What follows belongs to an exercise in optimizing a design on an open flow for small area; a production flow would make more cautious choices. In this exercise RTL edits were held to simulation tests only and were not proved equivalent to the original. Power is estimated from default activity; no workload was simulated.

==> design/flow/design.v <==
module cvt_lane (
    input  wire [31:0] a,         
    input  wire        src_int,   
    input  wire [1:0]  rnd,       
    input  wire [23:0] r24,       
    input  wire        d_int,     
    input  wire [4:0]  d_base,    
    input  wire [7:0]  d_thr,     
    input  wire [7:0]  d_emaxb,   
    input  wire        d_e4m3,    
    input  wire        d_inf,     
    input  wire        d_nan,     
    input  wire [7:0]  d_upe,     
    input  wire [30:0] d_max,     
    input  wire [2:0]  d_isz,     
    output wire [31:0] res,
    output wire [4:0]  flags      
);
    wire        sign  = a[31];
    wire [7:0]  f_exp = a[30:23];
    wire [22:0] f_man = a[22:0];
    wire        f_e1  = &f_exp;
    wire        f_m0  = ~|f_man;
    wire        s_nan = !src_int && f_e1 && !f_m0;
    wire        s_inf = !src_int && f_e1 && f_m0;
    wire [31:0] mag = (a ^ {32{sign}}) + {31'd0, sign};
    wire        z4  = ~|mag[31:16];
    wire [31:0] n4  = z4 ? {mag[15:0], 16'd0} : mag;
    wire        z3  = ~|n4[31:24];
    wire [31:0] n3  = z3 ? {n4[23:0], 8'd0} : n4;
    wire        z2  = ~|n3[31:28];
    wire [31:0] n2  = z2 ? {n3[27:0], 4'd0} : n3;
    wire        z1  = ~|n2[31:30];
    wire [31:0] n1  = z1 ? {n2[29:0], 2'd0} : n2;
    wire        z0  = ~n1[31];
    wire [31:0] nrm = z0 ? {n1[30:0], 1'd0} : n1;
    wire        izero = ~nrm[31];                         
    wire [7:0]  ie8 = izero ? 8'd0 : (8'd158 - {3'd0, z4, z3, z2, z1, z0});
    wire [31:0] N   = src_int ? nrm : {|f_exp, f_man, 8'd0};
    wire [7:0]  E8  = src_int ? ie8 : f_exp;
    wire [7:0]  Ee  = (E8 == 8'd0) ? 8'd1 : E8;
    wire [8:0]  t    = {1'b0, d_thr} - {1'b0, Ee};             
    wire        tneg = t[8];
    wire [8:0]  ks   = (tneg ? 9'd0 : t) + {4'd0, d_base};
    wire [5:0]  k    = (ks > 9'd63) ? 6'd63 : ks[5:0];
    wire        big  = d_int && tneg;                         
    wire [55:0] win  = {N, 24'd0} >> k;
    wire [31:0] q    = win[55:24];
    wire [23:0] F    = win[23:0];
    wire [5:0]  kl   = (k > 6'd24) ? (k - 6'd24) : 6'd0;
    wire        sticky = |(N & ~(32'hFFFF_FFFF << kl));
    wire        inexact = (|F) || sticky;
    wire [24:0] srs = {1'b0, F} + {1'b0, r24};
    reg  inc;
    always @(*) begin
        case (rnd)
            2'b00:   inc = F[23] && ((|F[22:0]) || sticky || q[0]);
            2'b10:   inc = srs[24];
            default: inc = 1'b0;
        endcase
    end
    wire [30:0] P     = {E8, N[30:8]};
    wire [4:0]  kp    = k[4:0] - 5'd8;                        
    wire        tiny  = k[5];                                 
    wire [22:0] msk   = ~(23'h7F_FFFF << kp);
    wire [30:0] X     = P | {8'd0, msk};
    wire [30:0] Y     = X + {30'd0, inc};
    wire [30:0] Pr    = tiny ? (inc ? {d_upe, 23'd0} : 31'd0) : (Y & ~{8'd0, msk});
    wire        e_eq  = (E8 == d_emaxb);
    wire        e_gt  = (E8 > d_emaxb);
    wire        l_eq  = e_eq && (d_e4m3 ? (P[22] && P[21] && !P[20]) : (&X[22:0]));
    wire        l_gt  = e_gt || (d_e4m3 && e_eq && P[22] && P[21] && P[20]);
    wire        f_over = !tiny && (l_gt || (l_eq && ((rnd == 2'b00) ? inc : (rnd == 2'b10) ? inexact : 1'b0)));
    wire        f_unf = inexact && (|Pr) && (Pr[30:23] < d_thr);
    wire [31:0] iop  = q ^ {32{sign}};
    wire        icin = sign ^ inc;
    wire [32:0] isum = {1'b0, iop} + {32'd0, icin};
    wire        c3   = (&iop[2:0])  && icin;
    wire        c7   = (&iop[6:0])  && icin;
    wire        c15  = (&iop[14:0]) && icin;
    wire        c31  = (&iop[30:0]) && icin;
    reg         i_sat;
    reg  [31:0] i_lim;
    always @(*) begin
        case (d_isz)
            3'b100: begin
                i_sat = sign ? (q[31] && !c31) : (q[31] || c31);
                i_lim = sign ? 32'h8000_0000 : 32'h7FFF_FFFF;
            end
            3'b010: begin
                i_sat = sign ? ((|q[31:16]) || (q[15] && !c15)) : ((|q[31:15]) || c15);
                i_lim = sign ? 32'hFFFF_8000 : 32'h0000_7FFF;
            end
            3'b001: begin
                i_sat = sign ? ((|q[31:8]) || (q[7] && !c7)) : ((|q[31:7]) || c7);
                i_lim = sign ? 32'hFFFF_FF80 : 32'h0000_007F;
            end
            default: begin
                i_sat = sign ? ((|q[31:4]) || (q[3] && !c3)) : ((|q[31:3]) || c3);
                i_lim = sign ? 32'hFFFF_FFF8 : 32'h0000_0007;
            end
        endcase
    end
    reg [31:0] r;
    reg [4:0]  f;
    always @(*) begin
        r = 32'd0;
        f = 5'd0;
        if (d_int) begin
            if (s_nan) begin
                f[3] = 1'b1;
            end else if (s_inf || big || i_sat) begin
                r = i_lim; f[4] = 1'b1;
            end else begin
                r = isum[31:0]; f[0] = inexact;
            end
        end else begin
            if (s_nan) begin
                if (d_nan) r = 32'h7FC0_0000;
                else       f[3] = 1'b1;
            end else if (s_inf) begin
                if (d_inf) r = {sign, 31'h7F80_0000};
                else begin r = {sign, d_max}; f[2] = 1'b1; end
            end else if (f_over) begin
                f[2] = 1'b1; f[0] = 1'b1;
                if (d_inf && rnd != 2'b01) r = {sign, 31'h7F80_0000};
                else                       r = {sign, d_max};
            end else begin
                r = {sign, Pr};
                f[0] = inexact;
                f[1] = f_unf;
            end
        end
    end
    assign res   = r;
    assign flags = f;
endmodule
module cw848_cvt4 (
    input  wire         clk,
    input  wire         rst,         
    input  wire         seed_wr,     
    input  wire [31:0]  seed,
    input  wire         in_valid,
    input  wire [3:0]   in_fmt,      
    input  wire [1:0]   in_rnd,      
    input  wire [3:0]   in_src,      
    input  wire [127:0] in_a,        
    output reg          out_valid,
    output reg          out_err,     
    output reg  [127:0] out_res,
    output reg  [19:0]  out_flags    
);
    localparam NL = 4;
    reg  [31:0] sr_state;
    reg  [31:0] sr_seed;
    wire [31:0] st_cur   = seed_wr ? seed : sr_state;
    wire [31:0] sd_cur   = seed_wr ? seed : sr_seed;
    wire        draw     = in_valid && (in_rnd == 2'b10);
    wire [31:0] s0       = (st_cur == 32'd0) ? sd_cur : st_cur;
    wire [31:0] s1       = s0 ^ (s0 << 13);
    wire [31:0] s2       = s1 ^ (s1 >> 17);
    wire [31:0] v_draw   = s2 ^ (s2 << 5);
    always @(posedge clk) begin
        if (rst) begin
            sr_state <= 32'd0;
            sr_seed  <= 32'd0;
        end else begin
            sr_seed  <= sd_cur;
            sr_state <= draw ? v_draw : st_cur;
        end
    end
    reg          s1_valid;
    reg  [3:0]   s1_fmt;
    reg  [1:0]   s1_rnd;
    reg          s1_int;
    reg          s1_bad;
    reg  [127:0] s1_a;
    wire in_bad = (in_fmt == 4'h0) || (in_fmt == 4'hF) || (in_rnd == 2'b11) ||
                  !((in_src == 4'h1) || (in_src == 4'hB));
    always @(posedge clk) begin
        if (rst) s1_valid <= 1'b0;
        else     s1_valid <= in_valid;
        s1_fmt <= in_fmt;
        s1_rnd <= in_rnd;
        s1_int <= in_src[3];
        s1_bad <= in_bad;
        s1_a   <= in_a;
    end
    reg        d_int;
    reg [4:0]  d_base;
    reg [7:0]  d_thr;
    reg [7:0]  d_emaxb;
    reg        d_e4m3;
    reg        d_inf;
    reg        d_nan;
    reg [7:0]  d_upe;
    reg [30:0] d_max;
    reg [2:0]  d_isz;
    always @(*) begin
        d_int = 1'b0; d_base = 5'd8; d_thr = 8'd1; d_emaxb = 8'd254; d_e4m3 = 1'b0;
        d_inf = 1'b1; d_nan = 1'b1; d_upe = 8'd0; d_max = 31'h7F7F_FFFF; d_isz = 3'b100;
        case (s1_fmt)
            4'h1: begin d_base = 5'd8;  end
            4'h2: begin d_base = 5'd16; d_max = 31'h7F7F_FF00; end
            4'h3: begin d_base = 5'd21; d_max = 31'h7F7F_E000; end
            4'h4: begin d_base = 5'd24; d_max = 31'h7F7F_0000; end
            4'h5: begin d_base = 5'd21; d_thr = 8'd113; d_emaxb = 8'd142; d_upe = 8'd103; d_max = 31'h477F_E000; end
            4'h6: begin d_base = 5'd28; d_thr = 8'd121; d_emaxb = 8'd135; d_upe = 8'd118; d_max = 31'h43E0_0000;
                        d_e4m3 = 1'b1; d_inf = 1'b0; end
            4'h7: begin d_base = 5'd29; d_thr = 8'd113; d_emaxb = 8'd142; d_upe = 8'd111; d_max = 31'h4760_0000; end
            4'h8: begin d_base = 5'd29; d_thr = 8'd125; d_emaxb = 8'd131; d_upe = 8'd123; d_max = 31'h41E0_0000;
                        d_inf = 1'b0; d_nan = 1'b0; end
            4'h9: begin d_base = 5'd28; d_thr = 8'd127; d_emaxb = 8'd129; d_upe = 8'd124; d_max = 31'h40F0_0000;
                        d_inf = 1'b0; d_nan = 1'b0; end
            4'hA: begin d_base = 5'd30; d_thr = 8'd127; d_emaxb = 8'd129; d_upe = 8'd126; d_max = 31'h40C0_0000;
                        d_inf = 1'b0; d_nan = 1'b0; end
            4'hB: begin d_int = 1'b1; d_base = 5'd0; d_thr = 8'd158; d_isz = 3'b100; end
            4'hC: begin d_int = 1'b1; d_base = 5'd0; d_thr = 8'd158; d_isz = 3'b010; end
            4'hD: begin d_int = 1'b1; d_base = 5'd0; d_thr = 8'd158; d_isz = 3'b001; end
            4'hE: begin d_int = 1'b1; d_base = 5'd0; d_thr = 8'd158; d_isz = 3'b000; end
            default: ;
        endcase
    end
    wire [127:0] lane_res;
    wire [19:0]  lane_flags;
    genvar n;
    generate
        for (n = 0; n < NL; n = n + 1) begin : g_lane
            wire [31:0] rn = sr_state ^ (n * 32'h9E37_79B9);
            cvt_lane u_lane (
                .a       (s1_a[32*n +: 32]),
                .src_int (s1_int),
                .rnd     (s1_rnd),
                .r24     (rn[23:0]),
                .d_int   (d_int),
                .d_base  (d_base),
                .d_thr   (d_thr),
                .d_emaxb (d_emaxb),
                .d_e4m3  (d_e4m3),
                .d_inf   (d_inf),
                .d_nan   (d_nan),
                .d_upe   (d_upe),
                .d_max   (d_max),
                .d_isz   (d_isz),
                .res     (lane_res[32*n +: 32]),
                .flags   (lane_flags[5*n +: 5])
            );
        end
    endgenerate
    always @(posedge clk) begin
        if (rst) out_valid <= 1'b0;
        else     out_valid <= s1_valid;
        out_err   <= s1_bad;
        out_res   <= s1_bad ? 128'd0 : lane_res;
        out_flags <= s1_bad ? 20'd0  : lane_flags;
    end
endmodule
==> design/flow/run.sh <==
#!/bin/bash
# synth_recipe.tcl (not shown) runs the flow's synth.tcl, then flattens the netlist and writes it again
# the make line also repeats each setting of config.mk as NAME=value (left out here)
make -C /OpenROAD-flow-scripts/flow DESIGN_CONFIG=/design/flow/config.mk WORK_HOME=/design/flow/orfs CLKGATE_MAP_FILE= SYNTH_SCRIPT=/design/flow/synth_recipe.tcl finish
==> design/flow/config.mk <==
export PLATFORM = sky130hd
export DESIGN_NAME = cw848_cvt4
export DESIGN_NICKNAME = cw848_cvt4
export VERILOG_FILES = /design/flow/design.v
export SDC_FILE = /design/flow/constraint.sdc
export NUM_CORES = 4
export LEC_CHECK = 0
export ABC_AREA = 1
export CAP_MARGIN = 20
export CORE_MARGIN = 2
export CORE_UTILIZATION = 45
export PLACE_DENSITY = 0.55
export SLEW_MARGIN = 20
==> design/flow/constraint.sdc <==
create_clock -name core_clock -period 32.0 [get_ports {clk}]
set_input_delay 6.4000 -clock core_clock [delete_from_list [all_inputs] [get_ports {clk}]]
set_output_delay 6.4000 -clock core_clock [all_outputs]
set_load 0.01 [all_outputs]
==> metrics.md, run 1 <==
| Metric | Value |
|---|---|
| Run status | finished clean |
| Setup violations, final | 0 |
| Fillcell total | 14.3k |
| Iter 0 DRT Violations | 10.1k |
| Warnings from Yosys | 2 |
| GRT Util Overall | 41.7% |
| Worst slew margin | 22.1% |
| DR pass1 iterations | 9 |
| Initial Util | 45.4% |
| Yosys cell types | 67 |
| Final setup TNS | 0 ps |
| RSZ-0062 raised after global routing | false |
| Tcrit/Tclk final | 59.2% |
| Die ar. | 134000 sq um |
| Crit start category | flop |
| EDFF count, synth | 0 |
| Row count | 132 |
| Vias | 76.6k |
| Worst-Margin Slew | 1170 ps |
| # Max-Cap Violations | 0 |
| LEAKAGE | 33.3 nW |
| Via density | 5.93 |
| Storage cell area | 7580 sq um |
| Max Root-Sink Buffers | 3 |
| Syn Std Cell Area | 58900 sq um |
| Seq cells post-synth | 378 |
| Final net count | 11.6k |
| GRT overflow | 0 |
| WP data arrival | 19550 ps |
| CP most frequent cell | nand2_1 |
| Post-Syn Instances | 11.1k |
| Gpl congestion | 1.09 |
| Hold crit path type | flop to flop |
| Buffers on Ports | 323 |
| Antenna violation net count after detailed routing | 0 |
| Biggest cell delay along the critical path | 920 ps |
| Worst R2R Start | s1_a[95] |
| First-pass GRT wire length | 433 mm |
| Area contributors post-synth | nand2_1, dfxtp_1, nand3_1, inv_1, nor2_1 |
| Final min period | 18950 ps |
| Root Buffer | clkbuf_16 |
| IO Count | 324 |
| CTS H-Tree Depth | 2 |
| CTS clk-pin slew, worst paths | 70 ps |
| Finished Cell Area | 64800 sq um |
| Area delta synth->final | 9.95% |
| F_max | 52.8 MHz |
| Vias in the first global route | 69.9k |
| Total CTS buffers | 46 |
| Area taken by multi-input logic gates | 44900 sq um |
| Synth top area share | 23.7% |
| Die Y | 366 microns |
| Chip width | 366 microns |
| Critical hold path startpoint | s1_valid |
| Commonest non-fill, non-tap cell in the layout | nand2_1 |
| Average size of a mapped cell | 5.30 sq um |
| PwrDens | 77.1 nW/um^2 |
| Post-synthesis sequential area ratio | 12.8% |
| Setup crit start | s1_a[95] |
| Yosys top cell by area | nand2_1 |
| Final count of hold timing violations | 0 |
| Final hold slack | 403 ps |
| Share of cells above drive strength 1 | 3.75% |
| Asr flop ratio synth | 0% |
| CTS tree | done |
| Final Skew | 45.0 ps |
| Most frequent cells in the layout | nand2_1, nand3_1, inv_1, nor2_1, o21ai_0 |
| Peak VDD IR | 0.0563 mV |
| CTS resizes | 0 |
| CTS Hold Bufs | 0 |
| Drt wl/cell | 22.7 microns |
| Initial antenna violation count | 19 |
| Post-DP HPWL | 236 mm |
| Num Clock Sinks | 378 |
| Max-slew violation count | 0 |
| CP required | 32600 ps |
| WS Path Type | flop to flop |
| Worst-Skew Late Latency | 700 ps |
| CP endpoint kind | flop |
| Core outline area | 130000 sq um |
| Placed inst area | 63200 sq um |
| Net Count, Synth | 11.5k |
| # DRC | 0 |
| Largest net degree at the start of global routing | 72 |
| Critical-path maximum fanout | 70 |
| Total Wirelength | 293 mm |
| Post-CTS setup buffer count | 0 |
| Primary FF master, synth | dfxtp_1 |
| CP max stage cell | dfxtp_2 |
-- metal layers --
metal	vias to the layer above	share of wire (%)	global-route usage (%)
met5	-	0.10	0
met2	4392	43	65.1
met3	913	11	8.56
met4	36	7.1	25.1
li1	36200	-	-
met1	35000	39	52.8
-- Yosys cell counts (30+ instances only) --
| cell type | instances |
|---|---|
| xor2_1 | 365 |
| dfxtp_1 | 378 |
| nor4_1 | 78 |
| ha_1 | 242 |
| nor3_1 | 155 |
| buf_1 | 88 |
| buf_4 | 33 |
| buf_2 | 94 |
| a31oi_1 | 49 |
| nand4_1 | 293 |
| nand2_1 | 3720 |
| a21oi_1 | 463 |
| nor2_1 | 1116 |
| xnor2_1 | 95 |
| o21ai_0 | 505 |
| nand3_1 | 1477 |
| or2_2 | 36 |
| o22ai_1 | 44 |
| inv_1 | 1157 |
| o21bai_1 | 30 |
| clkbuf_1 | 223 |
| o21ai_1 | 64 |
| nand3b_1 | 41 |
| nor2_2 | 49 |
-- final timing paths --
check        cells past startpoint             to  slack, ps
max reg2reg                    106  out_flags[11]      13060
max                            106  out_flags[11]      13060
min                              2      out_valid        400
min reg2reg                      2      out_valid        400
-- flip-flops by register name (all words and copies together) (netlist names), 2 cells and up --
signal                count
g_lane.u_lane.d_isz       3
g_lane.u_lane.d_base      5
out_flags                20
sr_seed                  32
s1_rnd                    2
g_lane.u_lane.d_upe       5
sr_state                 32
out_res                 128
g_lane.u_lane.d_thr       6
s1_a                    128
g_lane.u_lane.d_max      11
-- where the power goes --
part / internal, mW / leakage [nW] / switching (mW)
clock network: 0.301 / 0.756 / 0.258
logic: 1.10 / 29.4 / 2.79
registers: 0.500 / 3.13 / 0.0359
total: 1.91 / 33.3 / 3.09
-- through the flow --
stage / power, mW / instances / utilization [%] / setup slack [ps]
detailed placement: 4.27 / 12800 / 48.7 / 13450
CTS: 4.85 / 12900 / 49.9 / 13360
finish: 4.99 / 12900 / 49.9 / 13060
global route: 5.36 / 12900 / 49.9 / 11290
global placement: 4.27 / 12800 / 48.7 / 13750
floorplan: 3.16 / 11100 / - / 19780
-- worst max-delay path: cells and delay by family (launching register included) --
| kind | cells | cell delay (ps) |
|---|---|---|
| AOI/OAI and AO/OA | 14 | 2710 |
| xor gates and xnor gates | 1 | 160 |
| adders and majority gates | 7 | 1930 |
| buffers and inverters | 19 | 4020 |
| DFF | 1 | 920 |
| and+or+nand+nor | 65 | 9000 |
-- layout make-up --
type / count / area share (%)
sequential: 378 / 11.7
inverter: 1206 / 6.99
tap: 1742 / 3.36
multi-input combinational: 9074 / 69.3
timing repair buffer: 429 / 6.22
clock inverter: 27 / 0.481
clock buffer: 56 / 1.93
antenna: 5 / 0.0193
-- kinds of logic after synthesis --
kind of cell    count (synthesis)  share of synthesized area (%)
fa+ha+maj                     250                           5.41
flops                         378                           12.8
mux                             1                         0.0170
simple gates                 7065                           51.4
buf+inv                      1658                           11.2
xor+xnor                      474                           7.24
compound gates               1284                           11.9
==> inputs of run 2 (changes only) <==
--- a/design/flow/design.v
+++ b/design/flow/design.v
@@ -23,7 +23,16 @@
     wire        f_m0  = ~|f_man;
     wire        s_nan = !src_int && f_e1 && !f_m0;
     wire        s_inf = !src_int && f_e1 && f_m0;
-    wire [31:0] mag = (a ^ {32{sign}}) + {31'd0, sign};
+    wire [32:0] lo1;                                          
+    wire [31:0] mag;
+    assign lo1[0] = 1'b0;
+    genvar gi;
+    generate
+        for (gi = 0; gi < 32; gi = gi + 1) begin : g_mag
+            assign lo1[gi+1] = lo1[gi] | a[gi];
+            assign mag[gi]   = a[gi] ^ (sign & lo1[gi]);
+        end
+    endgenerate
     wire        z4  = ~|mag[31:16];
     wire [31:0] n4  = z4 ? {mag[15:0], 16'd0} : mag;
     wire        z3  = ~|n4[31:24];
@@ -50,35 +59,48 @@
     wire [5:0]  kl   = (k > 6'd24) ? (k - 6'd24) : 6'd0;
     wire        sticky = |(N & ~(32'hFFFF_FFFF << kl));
     wire        inexact = (|F) || sticky;
-    wire [24:0] srs = {1'b0, F} + {1'b0, r24};
+    wire [24:0] src_c;
+    assign src_c[0] = 1'b0;
+    generate
+        for (gi = 0; gi < 24; gi = gi + 1) begin : g_sr
+            assign src_c[gi+1] = (F[gi] & r24[gi]) | ((F[gi] | r24[gi]) & src_c[gi]);
+        end
+    endgenerate
     reg  inc;
     always @(*) begin
         case (rnd)
             2'b00:   inc = F[23] && ((|F[22:0]) || sticky || q[0]);
-            2'b10:   inc = srs[24];
+            2'b10:   inc = src_c[24];
             default: inc = 1'b0;
         endcase
     end
     wire [30:0] P     = {E8, N[30:8]};
     wire [4:0]  kp    = k[4:0] - 5'd8;                        
     wire        tiny  = k[5];                                 
-    wire [22:0] msk   = ~(23'h7F_FFFF << kp);
-    wire [30:0] X     = P | {8'd0, msk};
-    wire [30:0] Y     = X + {30'd0, inc};
-    wire [30:0] Pr    = tiny ? (inc ? {d_upe, 23'd0} : 31'd0) : (Y & ~{8'd0, msk});
+    wire [22:0] msk   = d_int ? 23'd0 : ~(23'h7F_FFFF << kp);
+    wire [31:0] op    = d_int ? (q ^ {32{sign}}) : {1'b0, P[30:23], P[22:0] | msk};
+    wire        cin   = d_int ? (sign ^ inc) : inc;
+    wire [32:0] cy;                                           
+    wire [31:0] Y;
+    assign cy[0] = cin;
+    generate
+        for (gi = 0; gi < 32; gi = gi + 1) begin : g_add
+            assign cy[gi+1] = cy[gi] & op[gi];
+            assign Y[gi]    = op[gi] ^ cy[gi];
+        end
+    endgenerate
+    wire [30:0] Pn    = Y[30:0] & ~{8'd0, msk};
+    wire [30:0] Pr    = tiny ? (inc ? {d_upe, 23'd0} : 31'd0) : Pn;
     wire        e_eq  = (E8 == d_emaxb);
     wire        e_gt  = (E8 > d_emaxb);
-    wire        l_eq  = e_eq && (d_e4m3 ? (P[22] && P[21] && !P[20]) : (&X[22:0]));
+    wire        l_eq  = e_eq && (d_e4m3 ? (P[22] && P[21] && !P[20]) : (&op[22:0]));
     wire        l_gt  = e_gt || (d_e4m3 && e_eq && P[22] && P[21] && P[20]);
     wire        f_over = !tiny && (l_gt || (l_eq && ((rnd == 2'b00) ? inc : (rnd == 2'b10) ? inexact : 1'b0)));
     wire        f_unf = inexact && (|Pr) && (Pr[30:23] < d_thr);
-    wire [31:0] iop  = q ^ {32{sign}};
-    wire        icin = sign ^ inc;
-    wire [32:0] isum = {1'b0, iop} + {32'd0, icin};
-    wire        c3   = (&iop[2:0])  && icin;
-    wire        c7   = (&iop[6:0])  && icin;
-    wire        c15  = (&iop[14:0]) && icin;
-    wire        c31  = (&iop[30:0]) && icin;
+    wire        c3   = cy[3];
+    wire        c7   = cy[7];
+    wire        c15  = cy[15];
+    wire        c31  = cy[31];
     reg         i_sat;
     reg  [31:0] i_lim;
     always @(*) begin
@@ -112,7 +134,7 @@
             end else if (s_inf || big || i_sat) begin
                 r = i_lim; f[4] = 1'b1;
             end else begin
-                r = isum[31:0]; f[0] = inexact;
+                r = Y; f[0] = inexact;
             end
         end else begin
             if (s_nan) begin
==> design/flow/flow/run.sh (new file) <==
#!/bin/bash
# Standard layout, with the synthesis's technology mapping done by ABC's area
# mapper (flow/abc_area.script) instead of ORFS's ABC script. Everything else
# is the standard flow (standard.sh). Each tool's output goes to a log.
set -euo pipefail
here=$(pwd)
export CVT_ABC_SCRIPT=$here/flow/abc_area.script
cat flow/abc_wrap.tcl synth_recipe.tcl > cvt_synth.tcl
bash standard.sh SYNTH_SCRIPT=$here/cvt_synth.tcl finish > standard.log 2>&1
==> design/flow/flow/abc_area.script (new file) <==
&get -n
&st
&syn2
&dc2
&put
dch
amap
topo
==> design/flow/flow/abc_wrap.tcl (new file) <==
# Read before the standard flow's synthesis script: yosys's abc pass is called with this
# flow's ABC script (area mapping) in place of the one ORFS passes.
proc abc {args} {
  set i [lsearch -exact $args -script]
  if { $i >= 0 } {
    lset args [expr { $i + 1 }] $::env(CVT_ABC_SCRIPT)
  }
  yosys abc {*}$args
}
==> design/flow/standard.sh (new file) <==
#!/bin/bash
# synth_recipe.tcl (not shown) runs the flow's synth.tcl, then flattens the netlist and writes it again
# the make line also repeats each setting of config.mk as NAME=value (left out here)
make -C /OpenROAD-flow-scripts/flow DESIGN_CONFIG=/design/flow/config.mk WORK_HOME=/design/flow/orfs CLKGATE_MAP_FILE= SYNTH_SCRIPT=/design/flow/synth_recipe.tcl "${@:-finish}"
removed: design/flow/run.sh
==> run 2 against run 1 <==
  * Register-to-register slack got worse by 11000 ps
  * Clock skew shrank 16 ps
  * Core utilization grew 3.8 points
  * Global-route usage rose by 1.9 points
  * Sequential share of layout area rose by 4.0 points
  * Final cell count fell by 38%
  * Critical path depth grew 22
  * Worst hold slack gained 37 ps
  * Clock power down 0.7%
  * Non-clock buffer count grew 43
  * Die area down 31%
  * Setup slack lost 11000 ps
  * Critical endpoint is now out_flags[16]
  * Largest cell class unchanged
  * Largest power group unchanged
  * Highest routed layer unchanged
==> metrics.md, run 2 <==
| Metric | Value |
|---|---|
| Run status | finished clean |
| Initial antenna violation count | 12 (-7) |
| First-pass GRT wire length | 316 mm (-27%) |
| Net Count, Synth | 6646 (-42%) |
| Average size of a mapped cell | 6.55 sq um (+23%) |
| M1 GR Usage | 55.1% (+2.4 points) |
| Final count of hold timing violations | 0 (unchanged) |
| Final net count | 7166 (-38%) |
| Max-slew violation count | 0 (unchanged) |
| Gate power share | 73.0% (-5.1 points) |
| Syn Std Cell Area | 40700 sq um (-31%) |
| Yosys top cell by area | dfxtp_1 |
| Asr flop ratio synth | 0% (unchanged) |
| Top flop regs | out_res: 128 flops, s1_a: 128 flops |
| Iter 0 DRT Violations | 8705 (-13%) |
| Critical-path maximum fanout | 36 (-49%) |
| Final Skew | 29.0 ps (-16.0 ps) |
| GRT met2 Usage | 64.3% (-0.81 points) |
| P_sw | 2.30 mW (-25%) |
| CTS clk-pin slew, worst paths | 70 ps (about the same) |
| Root Buffer | clkbuf_16 |
| Primary FF master, synth | dfxtp_1 |
| Post-CTS setup buffer count | 0 (unchanged) |
| Clock power share | 13.7% (+2.5 points) |
| GRT met3 Usage | 14.7% (+6.1 points) |
| Worst slew margin | 15.2% (-6.9 points) |
| Gpl congestion | 1.10 (+0.66%) |
| Seq pwr share | 13.3% (+2.6 points) |
| Worst R2R Start | s1_a[96] |
| Final hold slack | 440 ps (+36.7 ps) |
| Critical hold path startpoint | s1_valid |
| Biggest cell delay along the critical path | 710 ps (-210 ps) |
| Storage cell area | 7570 sq um (-0.13%) |
| R2R Setup Slk | 2320 ps (-10730 ps) |
| Warnings from Yosys | 2 (unchanged) |
| Die Y | 305 microns (-17%) |
| CP endpoint kind | flop |
| CP max stage cell | nor2_1 |
| Initial Util | 45.3% (-0.10 points) |
| Largest net degree at the start of global routing | 66 (-8.3%) |
| RSZ-0062 raised after global routing | false |
| Area delta synth->final | 18.6% |
| GRT Util Overall | 43.6% (+1.9 points) |
| EDFF count, synth | 0 (unchanged) |
| Core outline area | 89900 sq um (-31%) |
| Final min period | 29680 ps (+10730 ps) |
| Row count | 110 (-17%) |
| Drt wl/cell | 26.9 microns (+19%) |
| Total Wirelength | 214 mm (-27%) |
| WS Path Type | flop to flop |
| Tcrit/Tclk final | 92.7% (+34 points) |
| LEAKAGE | 17.3 nW (-48%) |
| Post-Syn Instances | 6214 (-44%) |
| Buffers on Ports | 323 (unchanged) |
| Total CTS buffers | 46 (unchanged) |
| Vias in the first global route | 50.5k (-28%) |
| Num Clock Sinks | 378 (unchanged) |
| Chip width | 305 microns (-17%) |
| CTS Hold Bufs | 0 (unchanged) |
| Area taken by multi-input logic gates | 31300 sq um (-30%) |
| Post-synth top cells | nor2_1, o21ai_0, o22ai_1 |
| Sw Ratio | 56.9% (-4.9 points) |
| DR pass1 iterations | 10 (+1) |
| Antenna violation net count after detailed routing | 0 (unchanged) |
| Yosys cell types | 59 (-12%) |
| Post-DP HPWL | 166 mm (-30%) |
| WP data arrival | 30150 ps (+10600 ps) |
| Crit start category | flop |
| Share of cells above drive strength 1 | 4.05% (+0.30 points) |
| Most numerous cell in the Yosys netlist | nor2_1 |
| IO Count | 324 (unchanged) |
| Crit-path leading delay family | simple AND/OR/NAND/NOR gates |
| PwrDens | 83.8 nW/um^2 (+8.8%) |
| Design Power | 4.05 mW (-19%) |
| Area contributors post-synth | dfxtp_1, nor2_1, o22ai_1, o21ai_0, ha_1 |
| GRT overflow | 0 (unchanged) |
| CTS tree | done |
| Post-synthesis sequential area ratio | 18.6% (+5.7 points) |
| Max Root-Sink Buffers | 3 (unchanged) |
| F_max | 33.7 MHz (-36%) |
| Setup violations, final | 0 (unchanged) |
| CP most frequent cell | ha_1 |
| Setup crit start | s1_a[96] |
| Most frequent cells in the layout | nor2_1, o21ai_0, o22ai_1, nand2_1, clkinv_1 |
| Via density | 7.04 (+19%) |
| Final setup TNS | 0 ps (unchanged) |
| CP required | 32470 ps (-130 ps) |
| Synth top area share | 18.6% (-5.1 points) |
| Seq cells post-synth | 378 (unchanged) |
| # Max-Cap Violations | 0 (unchanged) |
| Cell-internal power | 1.74 mW (-8.6%) |
| Worst-Margin Slew | 1260 ps (+92.2 ps) |
| Commonest non-fill, non-tap cell in the layout | nor2_1 |
| Most used routing layer in global routing | met2 |
| Hold crit path type | flop to flop |
| Vias | 56.0k (-27%) |
| Peak VDD IR | 0.0478 mV (-15%) |
| Fillcell total | 9043 (-37%) |
| # DRC | 0 (unchanged) |
| Buffer and inverter count on the worst path | 12 (-7) |
| Die ar. | 92900 sq um (-31%) |
| Worst-Skew Late Latency | 670 ps (-30 ps) |
| CTS H-Tree Depth | 2 (unchanged) |
run 2: changes by cell type after synthesis, sizes merged, moves of 229 or more:
cell	change
clkinv	+511
nand4	-234
buf	-229
nand2	-3225
o22ai	+515
nand3	-1381
inv	-1186
xor2	-378
run 2: repair_timing:
action,4_1_cts,5_1_grt
gates resized for setup,0,4
setup endpoints to repair,0,23
endpoints found under the hold margin,0,0
run 2: metal layers:
layer	up-vias	wire, microns
met5	-	172
met2	4195	87500
li1	25100	-
met1	25700	82400
met3	876	29400
met4	16	14600
run 2: path summary, 6_finish.rpt:
check                           depth (start not counted)            end
worst max-delay path                                  128  out_flags[16]
worst min-delay path                                    1      out_valid
worst max register to register                        128  out_flags[16]
worst min register to register                          1      out_valid
run 2: cells by family (layout without fill, tap and decap cells):
| group | count (synthesis) | after routing | synth area share [%] |
|---|---|---|---|
| flops | 378 | 378 | 18.6 |
| simple gates | 2231 | 2231 | 23.2 |
| buf+inv | 531 | 1087 | 4.90 |
| fa+ha+maj | 258 | 258 | 8.08 |
| compound gates | 2815 | 2815 | 45.3 |
| other cells | 0 | 7 | 0 |
| xor+xnor | 1 | 1 | 0.0215 |
run 2: power by group through the flow:
stage               logic (mW)  registers [mW]  clock network, mW
floorplan                 1.86           0.534                  0
global placement          2.81           0.545                  0
detailed placement        2.78           0.545                  0
CTS                       2.79           0.535              0.559
global route              3.11           0.539              0.576
finish                    2.95           0.539              0.555
run 2: area by class of cell:
cell class / instances / area share [%]
clock inverter: 30 / 0.664
sequential: 378 / 15.7
clock buffer: 54 / 2.57
inverter: 531 / 4.16
timing repair buffer: 472 / 9.02
antenna: 7 / 0.0363
tap: 1176 / 3.05
multi-input combinational: 5305 / 64.8
run 2: stage by stage:
step | cell area, sq um | worst slack, ps | util, % | instances
after floorplan | 40700 | 1530 | - | 6214
after global placement | 46600 | 2310 | 51.9 | 7859
after detailed placement | 46600 | 2720 | 51.9 | 7860
after CTS | 48200 | 2580 | 53.6 | 7944
after global routing | 48200 | 96.3 | 53.7 | 7946
final | 48300 | 2320 | 53.7 | 7953

[re-timing with driven ports]
The flow's constraints put no driver on any port. The routed layouts listed below were extracted and timed again, unchanged, in two steps.
Step 1 sets driving cells, clkbuf_16 on the clock port and buf_2 on the other inputs (assumed; they add their load-dependent delay and slew).
Step 2 also shifts input and output timing later by t, the mid clock arrival at the registers, as if the neighbouring blocks saw the same clock.
a / b / c = ideal / step 1 / step 2; a / b = the first two.
run	t (ns)	setup WS [ns]	hold slack, ns	worst register clock-pin slew, ns
run 1	0.755	13.055 / 13.055 / 13.055	0.403 / 0.403 / 0.403	0.09 / 0.09
run 2	0.728	2.324 / 2.324 / 2.324	0.440 / 0.440 / 0.440	0.08 / 0.08
After both steps setup and hold are still met in every run listed.
